Background: an optimization exercise with open tools, aiming at a short achievable clock period and few clock cycles. Do not read the settings as production practice.
Function was checked by simulation only, so behaviour that the tests miss may differ from the original.
Power figures rest on the tool's default switching activity, not on a simulated workload.

**flow/design.v**
```verilog
module weevil_core (
    input  wire        clk,
    input  wire        rst,
    input  wire [1:0]  core_id,
    output reg         mem_req,
    output reg         mem_we,
    output reg  [31:0] mem_addr,
    output reg  [3:0]  mem_be,
    output reg  [31:0] mem_wdata,
    input  wire        mem_ready,
    input  wire [31:0] mem_rdata,
    output reg         halted,
    output reg         fault
);
    localparam [3:0] XS_RUN = 4'd0, XS_MEM = 4'd1, XS_AMOR = 4'd2, XS_AMOC = 4'd3,
                     XS_AMOW = 4'd4, XS_MUL1 = 4'd5, XS_MUL2 = 4'd6, XS_DV1 = 4'd7,
                     XS_DV2 = 4'd8, XS_DVF = 4'd9, XS_STOP = 4'd10, XS_MUL3 = 4'd11,
                     XS_DV0 = 4'd12;
    localparam [7:0] C_ILLEGAL = 8'd1, C_MISALIGNED = 8'd2, C_TRAP = 8'd7, C_BREAK = 8'd8;
    reg [3:0]  xs;
    reg        cur_fetch;       
    reg [31:2] fpc;             
    reg [31:0] d_ir;
    reg        d_v;
    reg [31:2] d_pc, d_pn;             
    reg [15:1] d_ra, d_rb, d_rc;       
    reg [15:1] d_rd;                   
    reg        d_fl, d_md, d_mem, d_amo, d_sys, d_late;
    reg [15:1] d_late_oh;
    reg [31:0] ir;
    reg        ir_v;
    reg [31:2] ir_pc, x_pn;
    reg        ir_fl;                  
    reg        ir_md;                  
    reg        ir_mem;                 
    reg        ir_amo;                 
    reg        ir_sys;                 
    reg        x_late;                 
    reg [15:1] x_late_oh;
    reg [31:0] rf [1:15];
    reg        st_ie, st_mode, st_exl, st_pie, st_pmode;
    reg        fl_v, fl_c, fl_z, fl_n;
    reg [31:0] cr_epc, cr_ecause, cr_eaddr, cr_vbase, cr_irq_mask, cr_scratch;
    wire [31:0] status = {fl_n, fl_z, fl_c, fl_v, 23'd0, st_pmode, st_pie, st_exl, st_mode, st_ie};
    wire [31:0] pc = {ir_pc, 2'b00};
    wire [1:0] fmt = ir[31:30];
    wire [5:0] r_fn    = ir[29:24];
    wire [3:0] r_rd    = ir[23:20];
    wire [3:0] r_rb    = ir[15:12];
    wire       r_s     = ir[11];
    wire [4:0] r_shamt = ir[10:6];
    wire [3:0]  i_fn  = ir[29:26];
    wire [3:0]  i_rd  = ir[25:22];
    wire [3:0]  i_ra  = ir[21:18];
    wire        i_s   = ir[17];
    wire [15:0] i_imm = ir[15:0];
    wire [2:0]  m_op    = ir[29:27];
    wire [1:0]  m_mode  = ir[26:25];
    wire [3:0]  m_rt    = ir[24:21];
    wire [3:0]  m_rb    = ir[20:17];
    wire [1:0]  m_scale = ir[12:11];
    wire [11:0] m_disp  = ir[11:0];
    wire [3:0] b_fn  = ir[29:26];
    wire [3:0] b_f1  = ir[25:22];
    wire [3:0] b_f2  = ir[21:18];
    wire [1:0] b_aop = ir[13:12];
    function [11:0] reg_idx(input [31:0] w);
        case (w[31:30])
            2'b00:   reg_idx = {w[19:16], w[15:12], 4'd0};
            2'b01:   reg_idx = {w[21:18], 4'd0, 4'd0};
            2'b10:   reg_idx = {w[20:17], w[16:13], w[24:21]};
            default: reg_idx = {w[21:18], w[17:14], w[25:22]};
        endcase
    endfunction
    function [15:1] onehot(input [3:0] x);
        integer k;
        for (k = 1; k < 16; k = k + 1) onehot[k] = (x == k[3:0]);
    endfunction
    function [15:1] pre_rd(input [31:0] w);
        case (w[31:30])
            2'b00:   pre_rd = onehot(w[23:20]);
            2'b01:   pre_rd = onehot(w[25:22]);
            2'b10:   pre_rd = 15'd0;
            default: pre_rd = (w[29:26] == 4'd1) ? onehot(4'd14) : 15'd0;
        endcase
    endfunction
    function pre_fl(input [31:0] w);
        pre_fl = (w[31:30] == 2'b11) && ((w[29:26] == 4'd0) || (w[29:26] == 4'd15));
    endfunction
    function late_of(input [31:0] w);
        late_of = (w[31:30] == 2'b10 && w[29:27] <= 3'd4) ||
                  (w[31:30] == 2'b00 && w[29:24] >= 6'h10 && w[29:24] <= 6'h16) ||
                  (w[31:26] == 6'b110011);
    endfunction
    function [15:1] late_oh_of(input [31:0] w);
        case (w[31:30])
            2'b00:   late_oh_of = onehot(w[23:20]);
            2'b10:   late_oh_of = onehot(w[24:21]);
            default: late_oh_of = onehot(w[25:22]);
        endcase
    endfunction
    reg [31:0] va, vb, vc;
    wire [31:0] va2 = va, vb2 = vb;
    reg [31:0] d_va, d_vb, d_vc;
    integer rk;
    always @(*) begin
        d_va = 32'd0; d_vb = 32'd0; d_vc = 32'd0;
        for (rk = 1; rk < 16; rk = rk + 1) begin
            d_va = d_va | ({32{d_ra[rk]}} & rf[rk]);
            d_vb = d_vb | ({32{d_rb[rk]}} & rf[rk]);
            d_vc = d_vc | ({32{d_rc[rk]}} & rf[rk]);
        end
    end
    wire [31:0] imm_sx = {{16{i_imm[15]}}, i_imm};
    wire [31:0] imm_zx = {16'd0, i_imm};
    reg         x_binv, x_bimm, x_cin1, x_cinc, x_musevb;
    reg  [31:0] x_imm, x_moff, x_mbase;
    wire [31:0] add_a = va;
    wire [31:0] add_b = (x_bimm ? x_imm : vb) ^ {32{x_binv}};
    wire        add_cin = x_cin1 | (x_cinc & fl_c);
    wire [32:0] add_sum = {1'b0, add_a} + {1'b0, add_b} + {32'd0, add_cin};
    wire        add_v   = (add_a[31] == add_b[31]) && (add_sum[31] != add_a[31]);
    wire [4:0]  sh_amt = r_fn[2] ? r_shamt : vb2[4:0];
    function [31:0] rev32(input [31:0] x);
        integer k;
        for (k = 0; k < 32; k = k + 1) rev32[k] = x[31 - k];
    endfunction
    wire        sh_left = (r_fn[1:0] == 2'b00);
    wire [31:0] sh_in   = sh_left ? rev32(va2) : va2;
    wire [31:0] sh_hi   = (r_fn[1:0] == 2'b10) ? {32{va2[31]}} :
                          (r_fn[1:0] == 2'b11) ? va2 : 32'd0;
    wire [64:0] sh_w    = {sh_hi, sh_in, 1'b0} >> sh_amt;
    wire [31:0] sh_res  = sh_left ? rev32(sh_w[32:1]) : sh_w[32:1];
    wire        sh_c    = (r_fn[1:0] == 2'b11) ? sh_w[32] : sh_w[0];
    function [5:0] clz32(input [31:0] x);
        integer k;
        begin
            clz32 = 6'd32;
            for (k = 0; k < 32; k = k + 1)
                if (x[k]) clz32 = 6'd31 - k[5:0];
        end
    endfunction
    wire [5:0] clz = clz32(va2);
    reg cond_ok;
    always @(*) begin
        case (b_f1)
            4'd0:  cond_ok = 1'b1;
            4'd1:  cond_ok = fl_z;
            4'd2:  cond_ok = !fl_z;
            4'd3:  cond_ok = fl_n;
            4'd4:  cond_ok = !fl_n;
            4'd5:  cond_ok = fl_v;
            4'd6:  cond_ok = !fl_v;
            4'd7:  cond_ok = fl_c;
            4'd8:  cond_ok = !fl_c;
            4'd9:  cond_ok = fl_c && !fl_z;
            4'd10: cond_ok = !fl_c || fl_z;
            4'd11: cond_ok = (fl_n == fl_v);
            4'd12: cond_ok = (fl_n != fl_v);
            4'd13: cond_ok = !fl_z && (fl_n == fl_v);
            4'd14: cond_ok = fl_z || (fl_n != fl_v);
            default: cond_ok = 1'b0;
        endcase
    end
    reg [31:0] m_size;
    always @(*) begin
        case (m_op)
            3'd0, 3'd1, 3'd5: m_size = 32'd1;
            3'd2, 3'd3, 3'd6: m_size = 32'd2;
            default:          m_size = 32'd4;
        endcase
    end
    reg [31:0] m_addr;
    always @(*) begin
        m_addr = va2 + (x_musevb ? (vb2 << m_scale) : x_moff);
    end
    wire [31:0] m_base_new = va2 + x_mbase;
    reg        cr_known;
    reg [31:0] cr_rval;
    always @(*) begin
        cr_known = 1'b1;
        cr_rval  = 32'd0;
        if (i_imm[15:4] != 12'd0) cr_known = 1'b0;
        else case (i_imm[3:0])
            4'd0: cr_rval = status;
            4'd1: cr_rval = cr_epc;
            4'd2: cr_rval = cr_ecause;
            4'd3: cr_rval = cr_eaddr;
            4'd4: cr_rval = cr_vbase;
            4'd5: cr_rval = {30'd0, core_id};
            4'd6: cr_rval = 32'd0;
            4'd7: cr_rval = cr_irq_mask;
            4'd8: cr_rval = cr_scratch;
            default: cr_known = 1'b0;
        endcase
    end
    wire cr_task_ok = (i_imm == 16'd0) || (i_imm == 16'd5);
    reg  [31:2] x_btarget, x_pcp4;
    reg         x_tk_ok, x_nt_ok;
    wire [31:0] br_target = {x_btarget, 2'b00};
    wire [31:0] pc_plus4 = {x_pcp4, 2'b00};
    wire [31:2] d_btarget = d_pc + ((d_ir[29:26] == 4'd1) ? {{4{d_ir[25]}}, d_ir[25:0]}
                                                          : {{8{d_ir[21]}}, d_ir[21:0]});
    wire [31:2] d_pcp4 = d_pc + 30'd1;
    reg        ex_illegal, ex_misal;
    reg [31:0] ex_misal_addr;
    reg        ex_trap, ex_brk;
    reg        wr_en;
    reg [3:0]  wr_idx;
    reg [31:0] wr_val;
    reg        fl_set_nz, fl_set_c, fl_set_v;
    reg        n_n, n_z, n_c, n_v;
    reg        jump;
    reg [31:0] jump_pc;
    reg        is_mem, is_load, is_amo, is_div, is_mul, is_wait, is_rfe, is_crw, is_fence;
    reg [31:0] res;
    wire       div0 = (vb2 == 32'd0);
    always @(*) begin
        ex_illegal = 1'b0; ex_misal = 1'b0; ex_misal_addr = 32'd0;
        ex_trap = 1'b0; ex_brk = 1'b0;
        wr_en = 1'b0; wr_idx = 4'd0; wr_val = 32'd0;
        fl_set_nz = 1'b0; fl_set_c = 1'b0; fl_set_v = 1'b0;
        n_n = fl_n; n_z = fl_z; n_c = fl_c; n_v = fl_v;
        jump = 1'b0; jump_pc = br_target;
        is_mem = 1'b0; is_load = 1'b0; is_amo = 1'b0; is_div = 1'b0; is_mul = 1'b0;
        is_wait = 1'b0; is_rfe = 1'b0; is_crw = 1'b0; is_fence = 1'b0;
        res = 32'd0;
        case (fmt)
        2'b00: begin
            wr_idx = r_rd;
            wr_en  = 1'b1;
            fl_set_nz = r_s;
            if (ir[5:0] != 6'd0) ex_illegal = 1'b1;
            if (r_shamt != 5'd0 && !(r_fn >= 6'h0C && r_fn <= 6'h0F)) ex_illegal = 1'b1;
            case (r_fn)
                6'h00, 6'h01, 6'h02, 6'h03, 6'h17: begin
                    res = add_sum[31:0];
                    fl_set_c = r_s; fl_set_v = r_s;
                    n_c = add_sum[32]; n_v = add_v;
                    if (r_fn == 6'h17) begin
                        wr_en = 1'b0;
                        fl_set_nz = 1'b1; fl_set_c = 1'b1; fl_set_v = 1'b1;
                        if (r_rd != 4'd0) ex_illegal = 1'b1;
                    end
                end
                6'h04: res = va & vb;
                6'h05: res = va | vb;
                6'h06: res = va ^ vb;
                6'h07: res = va & ~vb;
                6'h08, 6'h09, 6'h0A, 6'h0B, 6'h0C, 6'h0D, 6'h0E, 6'h0F: begin
                    res = sh_res; n_c = sh_c;
                end
                6'h10, 6'h11, 6'h12: begin
                    is_mul = 1'b1; wr_en = 1'b0; fl_set_nz = 1'b0;
                end
                6'h13, 6'h14, 6'h15, 6'h16: begin
                    if (div0) res = (r_fn == 6'h13 || r_fn == 6'h14) ? 32'hFFFF_FFFF : va2;
                    else begin is_div = 1'b1; fl_set_nz = 1'b0; end    
                end
                6'h18: begin
                    res = va & vb; wr_en = 1'b0; fl_set_nz = 1'b1;
                    if (r_rd != 4'd0) ex_illegal = 1'b1;
                end
                6'h19: res = ($signed(va) < $signed(vb)) ? va : vb;
                6'h1A: res = ($signed(va) > $signed(vb)) ? va : vb;
                6'h1B: res = (va < vb) ? va : vb;
                6'h1C: res = (va > vb) ? va : vb;
                6'h1D: res = {26'd0, clz};
                6'h1E: res = {va2[7:0], va2[15:8], va2[23:16], va2[31:24]};
                6'h1F: res = {{24{va2[7]}}, va2[7:0]};
                6'h20: res = {{16{va2[15]}}, va2[15:0]};
                default: ex_illegal = 1'b1;
            endcase
            if (r_fn >= 6'h08 && r_fn <= 6'h0F) fl_set_c = r_s && (sh_amt != 5'd0);
            if (r_fn >= 6'h0C && r_fn <= 6'h0F && r_rb != 4'd0) ex_illegal = 1'b1;
            if (r_fn >= 6'h1D && r_fn <= 6'h20 && r_rb != 4'd0) ex_illegal = 1'b1;
            wr_val = res;
            n_n = res[31]; n_z = (res == 32'd0);
        end
        2'b01: begin
            wr_idx = i_rd;
            wr_en  = 1'b1;
            fl_set_nz = i_s;
            if (ir[16]) ex_illegal = 1'b1;
            case (i_fn)
                4'd0, 4'd4: begin
                    res = add_sum[31:0];
                    fl_set_c = i_s; fl_set_v = i_s;
                    n_c = add_sum[32]; n_v = add_v;
                    if (i_fn == 4'd4) begin
                        wr_en = 1'b0;
                        fl_set_nz = 1'b1; fl_set_c = 1'b1; fl_set_v = 1'b1;
                        if (i_rd != 4'd0) ex_illegal = 1'b1;
                    end
                end
                4'd1: res = va & imm_zx;
                4'd2: res = va | imm_zx;
                4'd3: res = va ^ imm_zx;
                4'd5: begin
                    res = va & imm_zx; wr_en = 1'b0; fl_set_nz = 1'b1;
                    if (i_rd != 4'd0) ex_illegal = 1'b1;
                end
                4'd6: begin
                    res = {i_imm, 16'd0};
                    if (i_ra != 4'd0 || i_s) ex_illegal = 1'b1;
                end
                4'd7: begin
                    res = pc + {imm_sx[29:0], 2'b00};
                    if (i_ra != 4'd0 || i_s) ex_illegal = 1'b1;
                end
                default: ex_illegal = 1'b1;
            endcase
            wr_val = res;
            n_n = res[31]; n_z = (res == 32'd0);
        end
        2'b10: begin
            is_mem  = 1'b1;
            is_load = (m_op <= 3'd4);
            case (m_mode)
                2'b00: if (ir[16:12] != 5'd0) ex_illegal = 1'b1;
                2'b01, 2'b10: if (ir[16:0] != 17'd0 || m_rb == 4'd0 ||
                                  (is_load && m_rt == m_rb)) ex_illegal = 1'b1;
                default: if (ir[10:0] != 11'd0) ex_illegal = 1'b1;
            endcase
            if ((m_size == 32'd2 && m_addr[0]) || (m_size == 32'd4 && m_addr[1:0] != 2'b00)) begin
                ex_misal = 1'b1; ex_misal_addr = m_addr;
            end
            wr_en = (m_mode == 2'b01 || m_mode == 2'b10);
            wr_idx = m_rb; wr_val = m_base_new;
        end
        default: begin
            case (b_fn)
                4'd0: begin
                    if (b_f1 == 4'd15) ex_illegal = 1'b1;
                    else if (cond_ok) jump = 1'b1;
                end
                4'd1: begin
                    wr_en = 1'b1; wr_idx = 4'd14; wr_val = pc_plus4;
                    jump = 1'b1;
                end
                4'd2: begin
                    if (ir[17:0] != 18'd0) ex_illegal = 1'b1;
                    else if (va2[1:0] != 2'b00) begin
                        ex_misal = 1'b1; ex_misal_addr = va2;
                    end
                    wr_en = 1'b1; wr_idx = b_f1; wr_val = pc_plus4;
                    jump = 1'b1; jump_pc = va2;
                end
                4'd3: begin
                    is_amo = 1'b1;
                    if (ir[11:0] != 12'd0) ex_illegal = 1'b1;
                    else if (va2[1:0] != 2'b00) begin
                        ex_misal = 1'b1; ex_misal_addr = va2;
                    end
                end
                4'd15: begin
                    if (ir[17:16] != 2'b00) ex_illegal = 1'b1;
                    case (b_f1)
                        4'd0: begin
                            if (b_f2 != 4'd0 || i_imm[15:8] != 8'd0) ex_illegal = 1'b1;
                            ex_trap = 1'b1;
                        end
                        4'd1: begin
                            if (b_f2 != 4'd0 || i_imm != 16'd0 || st_mode) ex_illegal = 1'b1;
                            is_rfe = 1'b1;
                            jump = 1'b1; jump_pc = cr_epc;
                        end
                        4'd2: begin
                            if (b_f2 != 4'd0 || i_imm != 16'd0) ex_illegal = 1'b1;
                            is_wait = 1'b1;
                        end
                        4'd3: begin
                            if (b_f2 != 4'd0 || i_imm != 16'd0) ex_illegal = 1'b1;
                            is_fence = 1'b1;
                        end
                        4'd4: begin
                            if (!cr_known || (st_mode && !cr_task_ok)) ex_illegal = 1'b1;
                            wr_en = 1'b1; wr_idx = b_f2; wr_val = cr_rval;
                        end
                        4'd5: begin
                            if (!cr_known || (st_mode && !cr_task_ok)) ex_illegal = 1'b1;
                            is_crw = 1'b1;
                        end
                        4'd6: begin
                            if (b_f2 != 4'd0 || i_imm != 16'd0) ex_illegal = 1'b1;
                            ex_brk = 1'b1;
                        end
                        default: ex_illegal = 1'b1;
                    endcase
                end
                default: ex_illegal = 1'b1;
            endcase
        end
        endcase
    end
    wire        ex_any = ex_illegal | ex_misal | ex_trap | ex_brk;
    reg  [3:0]  ex_cause;
    reg  [7:0]  ex_info;
    reg  [31:0] ex_epc, ex_eaddr;
    always @(*) begin
        ex_info = 8'd0; ex_epc = pc; ex_eaddr = 32'd0;
        if (ex_illegal)    ex_cause = C_ILLEGAL[3:0];
        else if (ex_misal) begin ex_cause = C_MISALIGNED[3:0]; ex_eaddr = ex_misal_addr; end
        else if (ex_trap)  begin ex_cause = C_TRAP[3:0]; ex_info = i_imm[7:0]; ex_epc = pc_plus4; end
        else               ex_cause = C_BREAK[3:0];
    end
    wire [31:0] ex_vector = {cr_vbase[31:8], ex_cause, 4'd0};
    reg [2:0]  ld_op;
    reg [1:0]  ld_lo;
    reg [3:0]  ld_rt;
    reg [15:1] ld_rt_oh;
    reg        dreq;        
    reg        q_v, q_we, q_ld;
    reg [31:2] q_addr;
    reg [3:0]  q_be;
    reg [31:0] q_wdata;
    reg [2:0]  q_op;
    reg [1:0]  q_lo;
    reg [15:1] q_rt_oh;
    reg        ld_is;
    reg [1:0]  amo_op;
    reg [3:0]  amo_rd;
    reg [31:0] amo_data, amo_cmp, amo_old;
    reg [32:0] mul_a, mul_b;
    reg [63:0] mul_p0, mul_p1, mul_p2, mul_p3;    
    reg        mul_hi;
    reg [3:0]  mul_rd;
    reg        mul_s;
    wire [63:0] mul_ax = {{31{mul_a[32]}}, mul_a};
    wire [63:0] mul_r0 = mul_b[0] ? (mul_ax << 0) : 64'd0;
    wire [63:0] mul_r1 = mul_b[1] ? (mul_ax << 1) : 64'd0;
    wire [63:0] mul_r2 = mul_b[2] ? (mul_ax << 2) : 64'd0;
    wire [63:0] mul_r3 = mul_b[3] ? (mul_ax << 3) : 64'd0;
    wire [63:0] mul_r4 = mul_b[4] ? (mul_ax << 4) : 64'd0;
    wire [63:0] mul_r5 = mul_b[5] ? (mul_ax << 5) : 64'd0;
    wire [63:0] mul_r6 = mul_b[6] ? (mul_ax << 6) : 64'd0;
    wire [63:0] mul_r7 = mul_b[7] ? (mul_ax << 7) : 64'd0;
    wire [63:0] mul_r8 = mul_b[8] ? (mul_ax << 8) : 64'd0;
    wire [63:0] mul_r9 = mul_b[9] ? (mul_ax << 9) : 64'd0;
    wire [63:0] mul_r10 = mul_b[10] ? (mul_ax << 10) : 64'd0;
    wire [63:0] mul_r11 = mul_b[11] ? (mul_ax << 11) : 64'd0;
    wire [63:0] mul_r12 = mul_b[12] ? (mul_ax << 12) : 64'd0;
    wire [63:0] mul_r13 = mul_b[13] ? (mul_ax << 13) : 64'd0;
    wire [63:0] mul_r14 = mul_b[14] ? (mul_ax << 14) : 64'd0;
    wire [63:0] mul_r15 = mul_b[15] ? (mul_ax << 15) : 64'd0;
    wire [63:0] mul_r16 = mul_b[16] ? (mul_ax << 16) : 64'd0;
    wire [63:0] mul_r17 = mul_b[17] ? (mul_ax << 17) : 64'd0;
    wire [63:0] mul_r18 = mul_b[18] ? (mul_ax << 18) : 64'd0;
    wire [63:0] mul_r19 = mul_b[19] ? (mul_ax << 19) : 64'd0;
    wire [63:0] mul_r20 = mul_b[20] ? (mul_ax << 20) : 64'd0;
    wire [63:0] mul_r21 = mul_b[21] ? (mul_ax << 21) : 64'd0;
    wire [63:0] mul_r22 = mul_b[22] ? (mul_ax << 22) : 64'd0;
    wire [63:0] mul_r23 = mul_b[23] ? (mul_ax << 23) : 64'd0;
    wire [63:0] mul_r24 = mul_b[24] ? (mul_ax << 24) : 64'd0;
    wire [63:0] mul_r25 = mul_b[25] ? (mul_ax << 25) : 64'd0;
    wire [63:0] mul_r26 = mul_b[26] ? (mul_ax << 26) : 64'd0;
    wire [63:0] mul_r27 = mul_b[27] ? (mul_ax << 27) : 64'd0;
    wire [63:0] mul_r28 = mul_b[28] ? (mul_ax << 28) : 64'd0;
    wire [63:0] mul_r29 = mul_b[29] ? (mul_ax << 29) : 64'd0;
    wire [63:0] mul_r30 = mul_b[30] ? (mul_ax << 30) : 64'd0;
    wire [63:0] mul_r31 = mul_b[31] ? (mul_ax << 31) : 64'd0;
    wire [63:0] mul_r32 = mul_b[32] ? ~(mul_ax << 32) : 64'd0;
    wire [63:0] mul_r33 = {63'd0, mul_b[32]};
    wire [63:0] mul_l1s0 = mul_r0 ^ mul_r1 ^ mul_r2;
    wire [63:0] mul_l1c0 = ((mul_r0 & mul_r1) | (mul_r0 & mul_r2) | (mul_r1 & mul_r2)) << 1;
    wire [63:0] mul_l1s1 = mul_r3 ^ mul_r4 ^ mul_r5;
    wire [63:0] mul_l1c1 = ((mul_r3 & mul_r4) | (mul_r3 & mul_r5) | (mul_r4 & mul_r5)) << 1;
    wire [63:0] mul_l1s2 = mul_r6 ^ mul_r7 ^ mul_r8;
    wire [63:0] mul_l1c2 = ((mul_r6 & mul_r7) | (mul_r6 & mul_r8) | (mul_r7 & mul_r8)) << 1;
    wire [63:0] mul_l1s3 = mul_r9 ^ mul_r10 ^ mul_r11;
    wire [63:0] mul_l1c3 = ((mul_r9 & mul_r10) | (mul_r9 & mul_r11) | (mul_r10 & mul_r11)) << 1;
    wire [63:0] mul_l1s4 = mul_r12 ^ mul_r13 ^ mul_r14;
    wire [63:0] mul_l1c4 = ((mul_r12 & mul_r13) | (mul_r12 & mul_r14) | (mul_r13 & mul_r14)) << 1;
    wire [63:0] mul_l1s5 = mul_r15 ^ mul_r16 ^ mul_r17;
    wire [63:0] mul_l1c5 = ((mul_r15 & mul_r16) | (mul_r15 & mul_r17) | (mul_r16 & mul_r17)) << 1;
    wire [63:0] mul_l1s6 = mul_r18 ^ mul_r19 ^ mul_r20;
    wire [63:0] mul_l1c6 = ((mul_r18 & mul_r19) | (mul_r18 & mul_r20) | (mul_r19 & mul_r20)) << 1;
    wire [63:0] mul_l1s7 = mul_r21 ^ mul_r22 ^ mul_r23;
    wire [63:0] mul_l1c7 = ((mul_r21 & mul_r22) | (mul_r21 & mul_r23) | (mul_r22 & mul_r23)) << 1;
    wire [63:0] mul_l1s8 = mul_r24 ^ mul_r25 ^ mul_r26;
    wire [63:0] mul_l1c8 = ((mul_r24 & mul_r25) | (mul_r24 & mul_r26) | (mul_r25 & mul_r26)) << 1;
    wire [63:0] mul_l1s9 = mul_r27 ^ mul_r28 ^ mul_r29;
    wire [63:0] mul_l1c9 = ((mul_r27 & mul_r28) | (mul_r27 & mul_r29) | (mul_r28 & mul_r29)) << 1;
    wire [63:0] mul_l1s10 = mul_r30 ^ mul_r31 ^ mul_r32;
    wire [63:0] mul_l1c10 = ((mul_r30 & mul_r31) | (mul_r30 & mul_r32) | (mul_r31 & mul_r32)) << 1;
    wire [63:0] mul_l2s0 = mul_l1s0 ^ mul_l1c0 ^ mul_l1s1;
    wire [63:0] mul_l2c0 = ((mul_l1s0 & mul_l1c0) | (mul_l1s0 & mul_l1s1) | (mul_l1c0 & mul_l1s1)) << 1;
    wire [63:0] mul_l2s1 = mul_l1c1 ^ mul_l1s2 ^ mul_l1c2;
    wire [63:0] mul_l2c1 = ((mul_l1c1 & mul_l1s2) | (mul_l1c1 & mul_l1c2) | (mul_l1s2 & mul_l1c2)) << 1;
    wire [63:0] mul_l2s2 = mul_l1s3 ^ mul_l1c3 ^ mul_l1s4;
    wire [63:0] mul_l2c2 = ((mul_l1s3 & mul_l1c3) | (mul_l1s3 & mul_l1s4) | (mul_l1c3 & mul_l1s4)) << 1;
    wire [63:0] mul_l2s3 = mul_l1c4 ^ mul_l1s5 ^ mul_l1c5;
    wire [63:0] mul_l2c3 = ((mul_l1c4 & mul_l1s5) | (mul_l1c4 & mul_l1c5) | (mul_l1s5 & mul_l1c5)) << 1;
    wire [63:0] mul_l2s4 = mul_l1s6 ^ mul_l1c6 ^ mul_l1s7;
    wire [63:0] mul_l2c4 = ((mul_l1s6 & mul_l1c6) | (mul_l1s6 & mul_l1s7) | (mul_l1c6 & mul_l1s7)) << 1;
    wire [63:0] mul_l2s5 = mul_l1c7 ^ mul_l1s8 ^ mul_l1c8;
    wire [63:0] mul_l2c5 = ((mul_l1c7 & mul_l1s8) | (mul_l1c7 & mul_l1c8) | (mul_l1s8 & mul_l1c8)) << 1;
    wire [63:0] mul_l2s6 = mul_l1s9 ^ mul_l1c9 ^ mul_l1s10;
    wire [63:0] mul_l2c6 = ((mul_l1s9 & mul_l1c9) | (mul_l1s9 & mul_l1s10) | (mul_l1c9 & mul_l1s10)) << 1;
    wire [63:0] mul_l3s0 = mul_l2s0 ^ mul_l2c0 ^ mul_l2s1;
    wire [63:0] mul_l3c0 = ((mul_l2s0 & mul_l2c0) | (mul_l2s0 & mul_l2s1) | (mul_l2c0 & mul_l2s1)) << 1;
    wire [63:0] mul_l3s1 = mul_l2c1 ^ mul_l2s2 ^ mul_l2c2;
    wire [63:0] mul_l3c1 = ((mul_l2c1 & mul_l2s2) | (mul_l2c1 & mul_l2c2) | (mul_l2s2 & mul_l2c2)) << 1;
    wire [63:0] mul_l3s2 = mul_l2s3 ^ mul_l2c3 ^ mul_l2s4;
    wire [63:0] mul_l3c2 = ((mul_l2s3 & mul_l2c3) | (mul_l2s3 & mul_l2s4) | (mul_l2c3 & mul_l2s4)) << 1;
    wire [63:0] mul_l3s3 = mul_l2c4 ^ mul_l2s5 ^ mul_l2c5;
    wire [63:0] mul_l3c3 = ((mul_l2c4 & mul_l2s5) | (mul_l2c4 & mul_l2c5) | (mul_l2s5 & mul_l2c5)) << 1;
    wire [63:0] mul_l3s4 = mul_l2s6 ^ mul_l2c6 ^ mul_l1c10;
    wire [63:0] mul_l3c4 = ((mul_l2s6 & mul_l2c6) | (mul_l2s6 & mul_l1c10) | (mul_l2c6 & mul_l1c10)) << 1;
    wire [63:0] mul_l4s0 = mul_l3s0 ^ mul_l3c0 ^ mul_l3s1;
    wire [63:0] mul_l4c0 = ((mul_l3s0 & mul_l3c0) | (mul_l3s0 & mul_l3s1) | (mul_l3c0 & mul_l3s1)) << 1;
    wire [63:0] mul_l4s1 = mul_l3c1 ^ mul_l3s2 ^ mul_l3c2;
    wire [63:0] mul_l4c1 = ((mul_l3c1 & mul_l3s2) | (mul_l3c1 & mul_l3c2) | (mul_l3s2 & mul_l3c2)) << 1;
    wire [63:0] mul_l4s2 = mul_l3s3 ^ mul_l3c3 ^ mul_l3s4;
    wire [63:0] mul_l4c2 = ((mul_l3s3 & mul_l3c3) | (mul_l3s3 & mul_l3s4) | (mul_l3c3 & mul_l3s4)) << 1;
    wire [63:0] mul_l5s0 = mul_l4s0 ^ mul_l4c0 ^ mul_l4s1;
    wire [63:0] mul_l5c0 = ((mul_l4s0 & mul_l4c0) | (mul_l4s0 & mul_l4s1) | (mul_l4c0 & mul_l4s1)) << 1;
    wire [63:0] mul_l5s1 = mul_l4c1 ^ mul_l4s2 ^ mul_l4c2;
    wire [63:0] mul_l5c1 = ((mul_l4c1 & mul_l4s2) | (mul_l4c1 & mul_l4c2) | (mul_l4s2 & mul_l4c2)) << 1;
    wire [63:0] mul_l6s0 = mul_l5s0 ^ mul_l5c0 ^ mul_l5s1;
    wire [63:0] mul_l6c0 = ((mul_l5s0 & mul_l5c0) | (mul_l5s0 & mul_l5s1) | (mul_l5c0 & mul_l5s1)) << 1;
    wire [63:0] mul_l6s1 = mul_l5c1 ^ mul_l3c4 ^ mul_r33;
    wire [63:0] mul_l6c1 = ((mul_l5c1 & mul_l3c4) | (mul_l5c1 & mul_r33) | (mul_l3c4 & mul_r33)) << 1;
    wire [63:0] mul_cs0 = mul_l6s0;
    wire [63:0] mul_cs1 = mul_l6c0;
    wire [63:0] mul_cs2 = mul_l6s1;
    wire [63:0] mul_cs3 = mul_l6c1;
    wire [63:0] mul_w0 = mul_p0 ^ mul_p1 ^ mul_p2;
    wire [63:0] mul_w1 = ((mul_p0 & mul_p1) | (mul_p0 & mul_p2) | (mul_p1 & mul_p2)) << 1;
    wire [63:0] mul_w2 = mul_w0 ^ mul_w1 ^ mul_p3;
    wire [63:0] mul_w3 = ((mul_w0 & mul_w1) | (mul_w0 & mul_p3) | (mul_w1 & mul_p3)) << 1;
    wire [63:0] mul_p = mul_w2 + mul_w3;
    wire [31:0] mul_res = mul_hi ? mul_p[63:32] : mul_p[31:0];
    reg [31:0] dv_rem, dv_d, dv_q;
    reg [33:0] dv_d3;
    reg [4:0]  dv_cnt;
    reg        dv_negq, dv_negr, dv_isq, dv_sa, dv_sb;
    reg [3:0]  dv_rd;
    reg        dv_s;
    wire [5:0] dv_clza = clz32(dv_rem);
    wire [5:0] dv_clzb = clz32(dv_d);
    wire [6:0] dv_k    = {1'b0, dv_clzb} - {1'b0, dv_clza};
    wire [34:0] dv_r1 = {3'b0, dv_rem} - {3'b0, dv_d};
    wire [34:0] dv_r2 = {3'b0, dv_rem} - {2'b0, dv_d, 1'b0};
    wire [34:0] dv_r3 = {3'b0, dv_rem} - {1'b0, dv_d3};
    wire [4:0]  dv_m0 = {dv_k[4:1], 1'b0};     
    wire [33:0] dv_b3 = {2'b0, dv_d} + {1'b0, dv_d, 1'b0};
    wire [31:0] dv_qf  = dv_negq ? -dv_q : dv_q;
    wire [31:0] dv_rf  = dv_negr ? -dv_rem : dv_rem;
    wire [31:0] dv_res = dv_isq ? dv_qf : dv_rf;
    wire [31:0] ld_w = mem_rdata >> {ld_lo, 3'b000};
    wire [7:0]  ld_b = ld_w[7:0];
    wire [15:0] ld_h = ld_lo[1] ? mem_rdata[31:16] : mem_rdata[15:0];
    reg  [31:0] ld_val;
    always @(*) begin
        case (ld_op)
            3'd0: ld_val = {{24{ld_b[7]}}, ld_b};
            3'd1: ld_val = {24'd0, ld_b};
            3'd2: ld_val = {{16{ld_h[15]}}, ld_h};
            3'd3: ld_val = {16'd0, ld_h};
            default: ld_val = mem_rdata;
        endcase
    end
    reg        mp1, mwb_v;
    reg [15:1] mul_rd_oh;
    reg        mul_wb;       
    wire mul_busy = mp1 | mwb_v;
    wire x_hazard = (mul_busy && (ir_md || (mul_s && ir_fl))) ||
                    (q_v && ir_mem) ||
                    ((dreq || q_v) && (ir_amo || ir_sys || st_exl));
    wire x_exec   = (xs == XS_RUN) && ir_v && !x_hazard;
    wire [15:1] d_regs = d_ra | d_rb | d_rc | d_rd;
    wire [31:0] d_msize = (d_ir[29:27] == 3'd0 || d_ir[29:27] == 3'd1 || d_ir[29:27] == 3'd5) ? 32'd1 :
                          (d_ir[29:27] == 3'd2 || d_ir[29:27] == 3'd3 || d_ir[29:27] == 3'd6) ? 32'd2 : 32'd4;
    wire d_hazard = (ir_v && x_late && (d_regs & x_late_oh) != 15'd0) ||
                    ((mp1 || (mwb_v && !mul_wb)) && (d_regs & mul_rd_oh) != 15'd0) ||
                    (dreq && ld_is && (d_regs & ld_rt_oh) != 15'd0) ||
                    (q_v && q_ld && (d_regs & q_rt_oh) != 15'd0);
    wire x_fault  = x_exec && ex_any && st_exl;
    wire x_exc    = x_exec && ex_any && !st_exl;
    wire x_ok     = x_exec && !ex_any;
    wire [31:0] x_next   = jump ? jump_pc : pc_plus4;
    wire x_is_jalr = (ir[31:26] == 6'b110010);
    wire x_mispred = x_is_jalr ? (va2[31:2] != x_pn) :
                     is_rfe    ? (cr_epc[31:2] != x_pn) :
                     jump      ? !x_tk_ok : !x_nt_ok;
    wire x_redir  = x_exc || (x_ok && (x_mispred || is_fence));
    wire [31:0] x_target = x_exc ? ex_vector : x_next;
    localparam BTB_N = 32;
    reg  [BTB_N-1:0] btb_v;
    reg  [8:0]       btb_tag [0:BTB_N-1];
    reg  [31:2]      btb_tgt [0:BTB_N-1];
    localparam IC_N = 32;
    reg  [IC_N-1:0] ic_v;
    reg  [31:7]     ic_tag  [0:IC_N-1];
    reg  [31:0]     ic_data [0:IC_N-1];
    reg  [31:0]      f_oh;
    function [31:0] onehot32(input [4:0] x);
        integer k;
        for (k = 0; k < 32; k = k + 1) onehot32[k] = (x == k[4:0]);
    endfunction
    reg  [8:0]       btb_rtag;
    reg  [31:2]      btb_rtgt;
    reg              btb_rv;
    reg  [31:7]      ic_rtag;
    reg  [31:0]      ic_rdata;
    reg              ic_rv;
    integer fk;
    always @(*) begin
        btb_rtag = 9'd0; btb_rtgt = 30'd0; btb_rv = 1'b0;
        ic_rtag = 25'd0; ic_rdata = 32'd0; ic_rv = 1'b0;
        for (fk = 0; fk < 32; fk = fk + 1) begin
            btb_rtag = btb_rtag | ({9{f_oh[fk]}} & btb_tag[fk]);
            btb_rtgt = btb_rtgt | ({30{f_oh[fk]}} & btb_tgt[fk]);
            btb_rv   = btb_rv | (f_oh[fk] & btb_v[fk]);
            ic_rtag  = ic_rtag | ({25{f_oh[fk]}} & ic_tag[fk]);
            ic_rdata = ic_rdata | ({32{f_oh[fk]}} & ic_data[fk]);
            ic_rv    = ic_rv | (f_oh[fk] & ic_v[fk]);
        end
    end
    wire             btb_hit = btb_rv && (btb_rtag == fpc[15:7]);
    wire [31:2]      fpc_seq = btb_hit ? btb_rtgt : fpc + 30'd1;
    wire [4:0]       btb_wi  = ir_pc[6:2];
    wire [4:0]      ic_i    = fpc[6:2];
    wire            ic_hit  = ic_rv && (ic_rtag == fpc[31:7]);
    wire            f_mem   = cur_fetch && mem_ready;      
    wire [31:0]     ir_in   = ic_hit ? ic_rdata : mem_rdata;
    wire d_adv    = d_v && !d_hazard && !x_redir &&
                    (((xs == XS_RUN) && (!ir_v || x_exec)) ||
                     ((xs == XS_AMOC || xs == XS_AMOW || xs == XS_DVF) && !ir_v));
    wire [15:1] dv_rd_oh = (xs == XS_DVF) ? onehot(dv_rd) : 15'd0;
    wire [15:1] mb_oh    = mul_wb ? mul_rd_oh : 15'd0;
    wire f_ok     = (ic_hit || f_mem) && (!d_v || d_adv);
    wire amo_cas_fail = (amo_op == 2'd3) && (mem_rdata != amo_cmp);
    reg [3:0] xs_n;
    always @(*) begin
        xs_n = xs;
        case (xs)
            XS_RUN: if (x_fault) xs_n = XS_STOP;
                    else if (x_ok) begin
                        if (is_amo)       xs_n = XS_AMOR;
                        else if (is_div)  xs_n = XS_DV1;
                        else if (is_wait) xs_n = XS_STOP;
                    end
            XS_MEM:  if (mem_ready) xs_n = XS_RUN;
            XS_AMOR: if (mem_ready) xs_n = (amo_op == 2'd1) ? XS_AMOC : XS_AMOW;
            XS_AMOC: xs_n = XS_AMOW;
            XS_AMOW: if (mem_ready || !mem_req) xs_n = XS_RUN;
            XS_MUL1: xs_n = XS_MUL2;
            XS_MUL2: xs_n = XS_MUL3;
            XS_MUL3: xs_n = XS_RUN;
            XS_DV0:  xs_n = XS_DV1;
            XS_DV1:  xs_n = dv_k[6] ? XS_DVF : XS_DV2;
            XS_DV2:  if (dv_cnt == 5'd0) xs_n = XS_DVF;
            XS_DVF:  xs_n = XS_RUN;
            default: xs_n = XS_STOP;
        endcase
    end
    wire        ir_v_n = d_adv ? 1'b1 : (x_exec || x_redir) ? 1'b0 : ir_v;
    wire        d_v_n  = x_redir ? 1'b0 : f_ok ? 1'b1 : d_adv ? 1'b0 : d_v;
    wire [31:2] fpc_n  = x_redir ? x_target[31:2] : f_ok ? fpc_seq : fpc;
    wire        cur_data = dreq || (xs == XS_AMOR) || (xs == XS_AMOW && mem_req);
    wire        stop_n   = (xs == XS_STOP) || x_fault || (x_ok && is_wait);
    reg [3:0]  xr_be;
    reg [31:0] xr_wdata;
    always @(*) begin
        xr_be = 4'b1111; xr_wdata = vc;
        case (m_op)
            3'd5: begin xr_be = 4'b0001 << m_addr[1:0]; xr_wdata = {4{vc[7:0]}}; end
            3'd6: begin xr_be = m_addr[1] ? 4'b1100 : 4'b0011; xr_wdata = {2{vc[15:0]}}; end
            default: ;
        endcase
    end
    reg        rf_we;
    reg [3:0]  rf_wa;
    reg [31:0] rf_wd;
    always @(*) begin
        rf_we = 1'b0; rf_wa = wr_idx; rf_wd = wr_val; mul_wb = 1'b0;
        case (xs)
            XS_RUN:  if (x_exec && wr_en) rf_we = x_ok && !is_div;
                     else mul_wb = mwb_v;
            XS_DVF:  begin rf_we = 1'b1; rf_wa = dv_rd; rf_wd = dv_res; end
            default: mul_wb = mwb_v;
        endcase
        if (mul_wb) begin rf_we = 1'b1; rf_wa = mul_rd; rf_wd = mul_res; end
    end
    wire [15:1] x_wr_oh = (ir_v && wr_en && !is_div) ? onehot(wr_idx) : 15'd0;
    wire        lp_ld  = dreq && ld_is && mem_ready;
    wire        lp_amo = (xs == XS_AMOR) && mem_ready;
    wire [15:1] lp_oh  = lp_ld ? ld_rt_oh : lp_amo ? onehot(amo_rd) : 15'd0;
    wire [31:0] lp_wd  = lp_ld ? ld_val : mem_rdata;
    integer i;
    always @(posedge clk) begin
        if (rst) begin
            xs <= XS_RUN;
            cur_fetch <= 1'b1;
            fpc <= 30'd0;
            f_oh <= 32'd1;
            ir_v <= 1'b0;
            d_v <= 1'b0;
            btb_v <= {BTB_N{1'b0}};
            ic_v <= {IC_N{1'b0}};
            dreq <= 1'b0;
            q_v <= 1'b0;
            mp1 <= 1'b0; mwb_v <= 1'b0;
            mem_req <= 1'b1; mem_we <= 1'b0; mem_addr <= 32'd0; mem_be <= 4'b1111;
            halted <= 1'b0; fault <= 1'b0;
            for (i = 1; i < 16; i = i + 1) rf[i] <= 32'd0;
            st_ie <= 1'b0; st_mode <= 1'b0; st_exl <= 1'b0; st_pie <= 1'b0; st_pmode <= 1'b0;
            fl_n <= 1'b0; fl_z <= 1'b0; fl_c <= 1'b0; fl_v <= 1'b0;
            cr_epc <= 32'd0; cr_ecause <= 32'd0; cr_eaddr <= 32'd0; cr_vbase <= 32'd0;
            cr_irq_mask <= 32'd0; cr_scratch <= 32'd0;
        end else begin
            xs   <= xs_n;
            ir_v <= ir_v_n;
            d_v  <= d_v_n;
            fpc  <= fpc_n;
            f_oh <= x_redir ? onehot32(x_target[6:2]) :
                    f_ok ? (btb_hit ? onehot32(btb_rtgt[6:2]) : {f_oh[30:0], f_oh[31]}) : f_oh;
            if (x_ok && jump) begin
                btb_v[btb_wi] <= 1'b1;
                btb_tag[btb_wi] <= ir_pc[15:7];
                btb_tgt[btb_wi] <= jump_pc[31:2];
            end else if (x_ok && x_mispred)
                btb_v[btb_wi] <= 1'b0;
            if (x_ok && is_fence) ic_v <= {IC_N{1'b0}};
            if (f_mem) begin
                ic_v[ic_i] <= 1'b1;
                ic_tag[ic_i] <= fpc[31:7];
                ic_data[ic_i] <= mem_rdata;
            end
            if (f_ok) begin
                d_ir <= ir_in;
                d_pc <= fpc;
                d_pn <= fpc_seq;
                d_ra <= onehot(reg_idx(ir_in) >> 8);
                d_rb <= onehot(reg_idx(ir_in) >> 4);
                d_rc <= onehot(reg_idx(ir_in));
                d_rd <= pre_rd(ir_in);
                d_fl <= pre_fl(ir_in);
                d_md <= (ir_in[31:30] == 2'b00) && (ir_in[29:24] >= 6'h10) &&
                        (ir_in[29:24] <= 6'h16);
                d_mem <= (ir_in[31:30] == 2'b10) || (ir_in[31:26] == 6'b110011);
                d_amo <= (ir_in[31:26] == 6'b110011);
                d_sys <= (ir_in[31:26] == 6'b111111);
                d_late <= late_of(ir_in);
                d_late_oh <= late_oh_of(ir_in);
            end
            if (d_adv) begin
                x_binv <= (d_ir[31:30] == 2'b00 && (d_ir[29:24] == 6'h01 || d_ir[29:24] == 6'h03 ||
                                                     d_ir[29:24] == 6'h17)) ||
                          (d_ir[31:30] == 2'b01 && d_ir[29:26] == 4'd4);
                x_bimm <= (d_ir[31:30] == 2'b01);
                x_cin1 <= (d_ir[31:30] == 2'b00 && (d_ir[29:24] == 6'h01 || d_ir[29:24] == 6'h17)) ||
                          (d_ir[31:30] == 2'b01 && d_ir[29:26] == 4'd4);
                x_cinc <= (d_ir[31:30] == 2'b00 && (d_ir[29:24] == 6'h02 || d_ir[29:24] == 6'h03));
                x_imm  <= {{16{d_ir[15]}}, d_ir[15:0]};
                x_musevb <= (d_ir[26:25] == 2'b11);
                x_moff <= (d_ir[26:25] == 2'b00) ? {{20{d_ir[11]}}, d_ir[11:0]} :
                          (d_ir[26:25] == 2'b10) ? -d_msize : 32'd0;
                x_mbase <= (d_ir[26:25] == 2'b01) ? d_msize : -d_msize;
                ir <= d_ir; ir_pc <= d_pc; x_pn <= d_pn;
                x_btarget <= d_btarget; x_pcp4 <= d_pcp4;
                x_tk_ok <= (d_btarget == d_pn); x_nt_ok <= (d_pcp4 == d_pn);
                ir_fl <= d_fl; ir_md <= d_md; ir_mem <= d_mem; ir_amo <= d_amo; ir_sys <= d_sys;
                x_late <= d_late; x_late_oh <= d_late_oh;
                va <= ((x_wr_oh & d_ra) != 15'd0) ? wr_val : ((mb_oh & d_ra) != 15'd0) ? mul_res :
                      ((dv_rd_oh & d_ra) != 15'd0) ? dv_res : d_va;
                vb <= ((x_wr_oh & d_rb) != 15'd0) ? wr_val : ((mb_oh & d_rb) != 15'd0) ? mul_res :
                      ((dv_rd_oh & d_rb) != 15'd0) ? dv_res : d_vb;
                vc <= ((x_wr_oh & d_rc) != 15'd0) ? wr_val : ((mb_oh & d_rc) != 15'd0) ? mul_res :
                      ((dv_rd_oh & d_rc) != 15'd0) ? dv_res : d_vc;
            end
            for (i = 1; i < 16; i = i + 1)
                if (rf_we && rf_wa == i[3:0]) rf[i] <= rf_wd;
                else if (lp_oh[i]) rf[i] <= lp_wd;
            if (x_exc) begin
                cr_epc    <= ex_epc;
                cr_ecause <= {16'd0, ex_info, 4'd0, ex_cause};
                cr_eaddr  <= ex_eaddr;
                st_pie <= st_ie; st_pmode <= st_mode;
                st_ie <= 1'b0; st_mode <= 1'b0; st_exl <= 1'b1;
            end
            if (x_fault) fault <= 1'b1;
            if (x_ok) begin
                if (is_wait) halted <= 1'b1;
                if (fl_set_nz) begin fl_n <= n_n; fl_z <= n_z; end
                if (fl_set_c) fl_c <= n_c;
                if (fl_set_v) fl_v <= n_v;
                if (is_rfe) begin
                    st_ie <= st_pie; st_mode <= st_pmode; st_exl <= 1'b0;
                end
                if (is_crw) begin
                    case (i_imm[3:0])
                        4'd0: begin
                            {fl_n, fl_z, fl_c, fl_v} <= va2[31:28];
                            {st_pmode, st_pie, st_exl, st_mode, st_ie} <= va2[4:0];
                        end
                        4'd1: cr_epc <= va2;
                        4'd4: cr_vbase <= {va2[31:8], 8'd0};
                        4'd7: cr_irq_mask <= va2;
                        4'd8: cr_scratch <= va2;
                        default: ;
                    endcase
                end
            end
            if (xs == XS_RUN) begin
                amo_op <= b_aop; amo_rd <= b_f1; amo_data <= vb2; amo_cmp <= vc;
                dv_negq <= (r_fn == 6'h14) && (va2[31] ^ vb2[31]);
                dv_negr <= (r_fn == 6'h16) && va2[31];
                dv_isq  <= (r_fn == 6'h13 || r_fn == 6'h14);
                dv_sa   <= (r_fn == 6'h14 || r_fn == 6'h16) && va2[31];
                dv_sb   <= (r_fn == 6'h14 || r_fn == 6'h16) && vb2[31];
                dv_rem  <= ((r_fn == 6'h14 || r_fn == 6'h16) && va2[31]) ? -va2 : va2;
                dv_d    <= ((r_fn == 6'h14 || r_fn == 6'h16) && vb2[31]) ? -vb2 : vb2;
                dv_rd <= r_rd; dv_s <= r_s;
            end
            if (x_exec && is_mul) begin
                mul_a <= {(r_fn == 6'h12) & va2[31], va2};
                mul_b <= {(r_fn == 6'h12) & vb2[31], vb2};
                mul_hi <= (r_fn != 6'h10); mul_rd <= r_rd; mul_s <= r_s;
                mul_rd_oh <= onehot(r_rd);
            end
            mp1 <= x_ok && is_mul;
            mwb_v <= mp1 || (mwb_v && !mul_wb);
            if (x_ok && fl_set_nz && mul_busy) mul_s <= 1'b0;
            if (mp1) begin
                mul_p0 <= mul_cs0; mul_p1 <= mul_cs1;
                mul_p2 <= mul_cs2; mul_p3 <= mul_cs3;
            end
            if (mul_wb && mul_s && !(x_ok && fl_set_nz)) begin
                fl_n <= mul_res[31]; fl_z <= (mul_res == 32'd0);
            end
            if (xs == XS_DV1) begin
                dv_q <= 32'd0;
                dv_d <= dv_d << dv_m0;
                dv_d3 <= dv_b3 << dv_m0;
                dv_cnt <= {1'b0, dv_k[4:1]};
            end
            if (xs == XS_DV2) begin
                if (!dv_r3[34]) begin
                    dv_rem <= dv_r3[31:0]; dv_q <= {dv_q[29:0], 2'b11};
                end else if (!dv_r2[34]) begin
                    dv_rem <= dv_r2[31:0]; dv_q <= {dv_q[29:0], 2'b10};
                end else if (!dv_r1[34]) begin
                    dv_rem <= dv_r1[31:0]; dv_q <= {dv_q[29:0], 2'b01};
                end else
                    dv_q <= {dv_q[29:0], 2'b00};
                dv_d <= dv_d >> 2;
                dv_d3 <= dv_d3 >> 2;
                dv_cnt <= dv_cnt - 5'd1;
            end
            if (xs == XS_DVF && dv_s) begin
                fl_n <= dv_res[31]; fl_z <= (dv_res == 32'd0);
            end
            if (xs == XS_AMOR && mem_ready) amo_old <= mem_rdata;
            cur_fetch <= 1'b0;
            if (cur_data && !mem_ready) begin
                if (x_ok && is_mem) q_v <= 1'b1;     
                if (!q_v) begin
                    q_we <= !is_load; q_ld <= is_load;
                    q_addr <= m_addr[31:2]; q_be <= xr_be; q_wdata <= xr_wdata;
                    q_op <= m_op; q_lo <= m_addr[1:0]; q_rt_oh <= onehot(m_rt);
                end
            end else begin
                if (dreq && q_v) begin
                    mem_be <= q_be; mem_wdata <= q_wdata;
                    ld_op <= q_op; ld_lo <= q_lo; ld_rt_oh <= q_rt_oh; ld_is <= q_ld;
                end else if (xs == XS_AMOR) begin
                    mem_wdata <= (amo_op == 2'd2) ? (mem_rdata | amo_data) : amo_data;
                end else if (xs == XS_AMOC) begin
                    mem_wdata <= amo_old + amo_data;
                end else begin
                    mem_be <= is_mem ? xr_be : 4'b1111; mem_wdata <= xr_wdata;
                    ld_op <= m_op; ld_lo <= m_addr[1:0]; ld_rt_oh <= onehot(m_rt); ld_is <= is_load;
                end
                mem_req <= 1'b0;
                dreq <= 1'b0;
                if (stop_n) begin
                end else if (dreq && q_v) begin      
                    mem_req <= 1'b1; dreq <= 1'b1; q_v <= 1'b0;
                    mem_addr <= {q_addr, 2'b00}; mem_we <= q_we;
                end else if (x_ok && is_mem) begin
                    mem_req <= 1'b1; dreq <= 1'b1;
                    mem_addr <= {m_addr[31:2], 2'b00}; mem_we <= !is_load;
                end else if (x_ok && is_amo) begin
                    mem_req  <= 1'b1;
                    mem_addr <= {va2[31:2], 2'b00};
                    mem_we   <= 1'b0;
                end else if (xs == XS_AMOR) begin    
                    if (amo_op != 2'd1) begin
                        mem_req <= !amo_cas_fail; mem_we <= 1'b1;
                    end
                end else if (xs == XS_AMOC) begin
                    mem_req <= 1'b1; mem_we <= 1'b1;
                end else begin
                    mem_req <= 1'b1; cur_fetch <= 1'b1; mem_we <= 1'b0;
                    mem_addr <= {fpc_n, 2'b00};
                end
            end
        end
    end
endmodule
```
**flow/flow/run.sh**
```bash
#!/bin/bash
# Standard ORFS layout (the standard.sh, standard synthesis unchanged), with
# repair_timing asked for extra setup margin so that the resizer keeps
# optimising paths well below the 20 ns constraint. Clock, I/O delays and loads
# are the design's constraint.sdc as given.
set -euo pipefail
MARGIN=$(cat flow/margin.txt)
sed "s/\"\${@:-finish}\"/SETUP_SLACK_MARGIN=${MARGIN} \"\${@:-finish}\"/" standard.sh > tuned_standard.sh
grep -q "SETUP_SLACK_MARGIN=${MARGIN}" tuned_standard.sh
bash tuned_standard.sh finish > orfs_make.log 2>&1
```
**flow/flow/margin.txt**
```
14
```
**flow/standard.sh**
```bash
#!/bin/bash
# synth_recipe.tcl (not shown) runs the flow's synth.tcl, then flattens the netlist and writes it again
# the make line also repeats each setting of config.mk as NAME=value (left out here)
make -C /OpenROAD-flow-scripts/flow DESIGN_CONFIG=/design/flow/config.mk WORK_HOME=/design/flow/orfs CLKGATE_MAP_FILE= SYNTH_SCRIPT=/design/flow/synth_recipe.tcl "${@:-finish}"
```
**flow/config.mk**
```make
export PLATFORM = sky130hd
export DESIGN_NAME = weevil_core
export DESIGN_NICKNAME = weevil_core
export VERILOG_FILES = /design/flow/design.v
export SDC_FILE = /design/flow/constraint.sdc
export NUM_CORES = 4
export LEC_CHECK = 0
export ABC_CLOCK_PERIOD_IN_PS = 5000
export CAP_MARGIN = 30
export CELL_PAD_IN_SITES_DETAIL_PLACEMENT = 1
export CORE_MARGIN = 2
export CORE_UTILIZATION = 22
export PLACE_DENSITY = 0.35
export SLEW_MARGIN = 60
```
**flow/constraint.sdc**
```tcl
create_clock -name core_clock -period 20.0 [get_ports {clk}]
set_input_delay 4.0000 -clock core_clock [delete_from_list [all_inputs] [get_ports {clk}]]
set_output_delay 4.0000 -clock core_clock [all_outputs]
set_load 0.01 [all_outputs]
```
==> flow_metrics.py <==
metrics = {
    "status": {
        "status": "no timing/DRC/antenna violations",
    },
    "cells_and_area": {
        "multiInputGateArea_mm2": 0.129,
        "drive_gt1_share_pct": 14.3,
        "design_area_mm2": 0.335,
        "nNetsFinal": 26773,
        "fillers": 139424,
        "seqCellArea_mm2": 0.144,
        "area_delta_synth_final_pct": 20.1,
    },
    "yosys": {
        "synthFlopType": "edfxtp_1",
        "synthCells": 24538,
        "ys_async_sr_fraction_pct": 0,
        "synth_cell_types": 116,
        "yosys-top-cells-count": "4219 x edfxtp_1, 1966 x nor2_1, 1547 x a22oi_1, 1453 x nand2_1, 1369 x clkbuf_1",
        "synthTopCellsByArea": "edfxtp_1 45%, fa_1 8.2%, dfxtp_1 5.9%",
        "ys_warn_count": 2,
        "synth.avg_cell_area_um2": 11.4,
        "yosysTopAreaCell": "edfxtp_1",
        "ys_seq_area_share_pct": 51.3,
        "synth_top_area_share_pct": 45.4,
        "synthesis.area_mm2": 0.279,
        "synth-seq-cells": 5047,
        "synth-edff-count": 4219,
        "synth.most_common_cell": "edfxtp_1",
    },
    "timing": {
        "fin_skew_ns": 0.177,
        "rsz0062_at_grt": "yes",
        "holdWs_ns": 0.372,
        "maxSlewHeadroom_pct": 54.2,
        "setup_viol": 0,
        "hold_viol_final": 0,
        "slew_violations": 0,
        "worst_pin_slew_ns": 0.688,
        "max_freq_mhz": 163,
        "period_needed_ns": 6.12,
        "fin_crit_sh_pct": 30.6,
        "fin_tns_setup_ns": 0,
        "worst_slack_ns": 13.88,
    },
    "pwr": {
        "p_leak_nw": 115,
        "ir_worst_vdd_mv": 0.123,
        "power.total_mw": 43.2,
        "power_density_mw_per_mm2": 129,
    },
    "routing": {
        "ant_nets": 0,
        "dr.pass1.iters": 7,
        "routed_wl_um": 1580000,
        "wl_per_cell_um": 37.2,
        "drtIter0Drc": 28422,
        "vias": 230257,
        "drc": 0,
        "vias_per_cell": 5.43,
    },
    "critical_path": {
        "critPathBufInv": 2,
        "critPathTopFamily": "flip-flops",
        "crit_required_ns": 16.00,
        "cp.arrival_ns": 2.12,
        "cp-start-kind": "flip-flop",
        "slowest_stage": "edfxtp_1",
        "crit_type": "flip-flop to output port",
        "crit_path_cell_trace": "buf_8, buf_6",
        "max_stage_delay_ns": 0.70,
        "worstPathMaxFanout": 1,
        "endpoint_kind": "output port",
    },
    "global_routing": {
        "grt_usage_pct": 23.8,
        "grt_max_degree": 81,
        "grt_overflow": 0,
        "grt_pass1_vias": 230151,
        "antenna_found_initial": 191,
        "grt_pass1_wl_um": 2110000,
    },
    "placed_design": {
        "hpwl_um": 1070000,
        "pre_cts_ws_ns": 11.94,
        "gp_routability_congestion": 0.957,
        "place_area_mm2": 0.311,
        "port_buffers": 106,
    },
    "clock_tree": {
        "htree_levels": 6,
        "cts_tree": "done",
        "root_buffer": "clkbuf_16",
        "clkSinkCount": 5047,
        "clock_latency_ns": 1.23,
        "cts_buffers": 624,
        "clkTransAtPathRegs_ns": 0.06,
        "cts_buffer_depth": 5,
    },
    "floorplan": {
        "ioPinCount": 109,
        "initial_core_util_pct": 22.1,
        "fp.dieW_um": 1130,
        "rows": 413,
        "core_area_mm2": 1.26,
        "die-area_mm2": 1.28,
        "die_h_um": 1130,
    },
    "min_path": {
        "holdCritPathClass": "flip-flop to flip-flop",
    },
    "job": {
        "drv_cap": 0,
    },
}
report_power, final:
group          internal [mW]  total [mW]  switching, mW
logic                   5.26        18.0           12.7
registers               12.6        13.6           1.08
clock network           6.63        11.6           5.01
state kept, by name, summed over array words and instances, names as in the netlist, 33 cells and up, named ones only:
| signal | cells |
|---|---|
| btb_tag | 288 |
| btb_tgt | 960 |
| dv_d3 | 34 |
| ic_data | 1024 |
| ic_tag | 800 |
| mul_a | 33 |
| mul_b | 33 |
| mul_p0 | 64 |
| mul_p1 | 63 |
| mul_p2 | 49 |
| mul_p3 | 34 |
| rf | 480 |
layout make-up:
| class | count | area share [%] |
|---|---|---|
| Clock inverter | 315 | 1.03 |
| Antenna cell | 119 | 0.0888 |
| Multi-Input combinational cell | 16313 | 38.4 |
| Sequential cell | 5047 | 42.8 |
| Inverter | 1351 | 1.52 |
| Clock buffer | 808 | 5.05 |
| Timing Repair Buffer | 1615 | 4.87 |
| Tap cell | 16807 | 6.27 |
through the flow:
| step | util (%) | std cells |
|---|---|---|
| after floorplan | - | 24539 |
| after global routing | 26.5 | 42328 |
| final | 26.5 | 42375 |
| after global placement | 24.0 | 40708 |
| after detailed placement | 24.6 | 41005 |
| after CTS | 26.3 | 42165 |
repair_timing:
item,in CTS,in global routing
setup endpoints to repair,2996,767
gates cloned,6,5
resized for setup,361,133
pin swaps,19,29
hold buffers,0,0
setup buffers,31,39
placed cells by master, fill, tap and decap left out, drive strengths merged, types with 523 or more instances in the layout:
cell type	netlist	routed
edfxtp	4219	4219
nor2	1966	1966
a22oi	1547	1547
buf	460	1542
nand2	1454	1454
inv	1341	1364
a21oi	1293	1293
fa	1140	1140
and2	891	891
dfxtp	828	828
clkbuf	1369	823
o21ai	799	799
a211oi	671	671
ha	644	644
a221oi	523	523
cells by family (layout without fill, tap and decap cells):
logic type               count (synthesis)  in the layout  share of synthesized area, %
other                                    1            121                       0.00134
AO/OA/AOI/OAI                         6866           6866                          17.4
adder cells (fa/ha/maj)               1784           1784                          11.1
multiplexers                           609            610                          2.60
buffers and inverters                 3180           4089                          4.41
AND/OR/NAND/NOR                       6330           6330                          10.9
flip-flops                            5047           5047                          51.3
XOR/XNOR                               721            721                          2.26
path summary, 6_finish.rpt:
path	startpoint	end	slack, ns	cells after the start
hold reg to reg	d_amo	ir_amo	0.37	0
setup / recovery	mem_wdata[28]	mem_wdata[28]	13.88	2
hold / removal	d_amo	ir_amo	0.37	0
setup reg to reg	va[12]	fl_z	13.89	18
per-layer routing:
metal | up-vias | global-route usage [%] | wire length (um)
met5 | - | 0 | 290
met4 | 40 | 11.2 | 88300
met3 | 2827 | 3.82 | 111000
met2 | 10840 | 37.6 | 708000
met1 | 123413 | 31.9 | 670000
li1 | 93137 | - | -
Testbench counts, summed over its fixed seeds: cycles 130,794.

==> port drivers added, routing unchanged <==
No port has a modelled driver above. Below, the same layout with a new extraction and two added sets of constraints.
Step 1: set_driving_cell puts a clkbuf_16 on clk and a buf_2 on each other input, an assumption about the parent block.
Step 2, shift: input delay + t, output delay - t, t = (earliest + latest rising clock arrival at the registers) / 2. This alone moves slack from input paths to output paths.
Three values: ideal ports, drivers, drivers and shift; two values: the first two.
shift t [ns]: 1.297
setup WS [ns]: 13.878 / 13.723 / 12.613
worst hold slack (ns): 0.372 / 0.372 / 0.372
worst setup path at the end: input to register
After both steps setup and hold are still met in this run. The setup slack of this run moves by -0.155 ns with the drivers and by -1.265 ns with both steps.
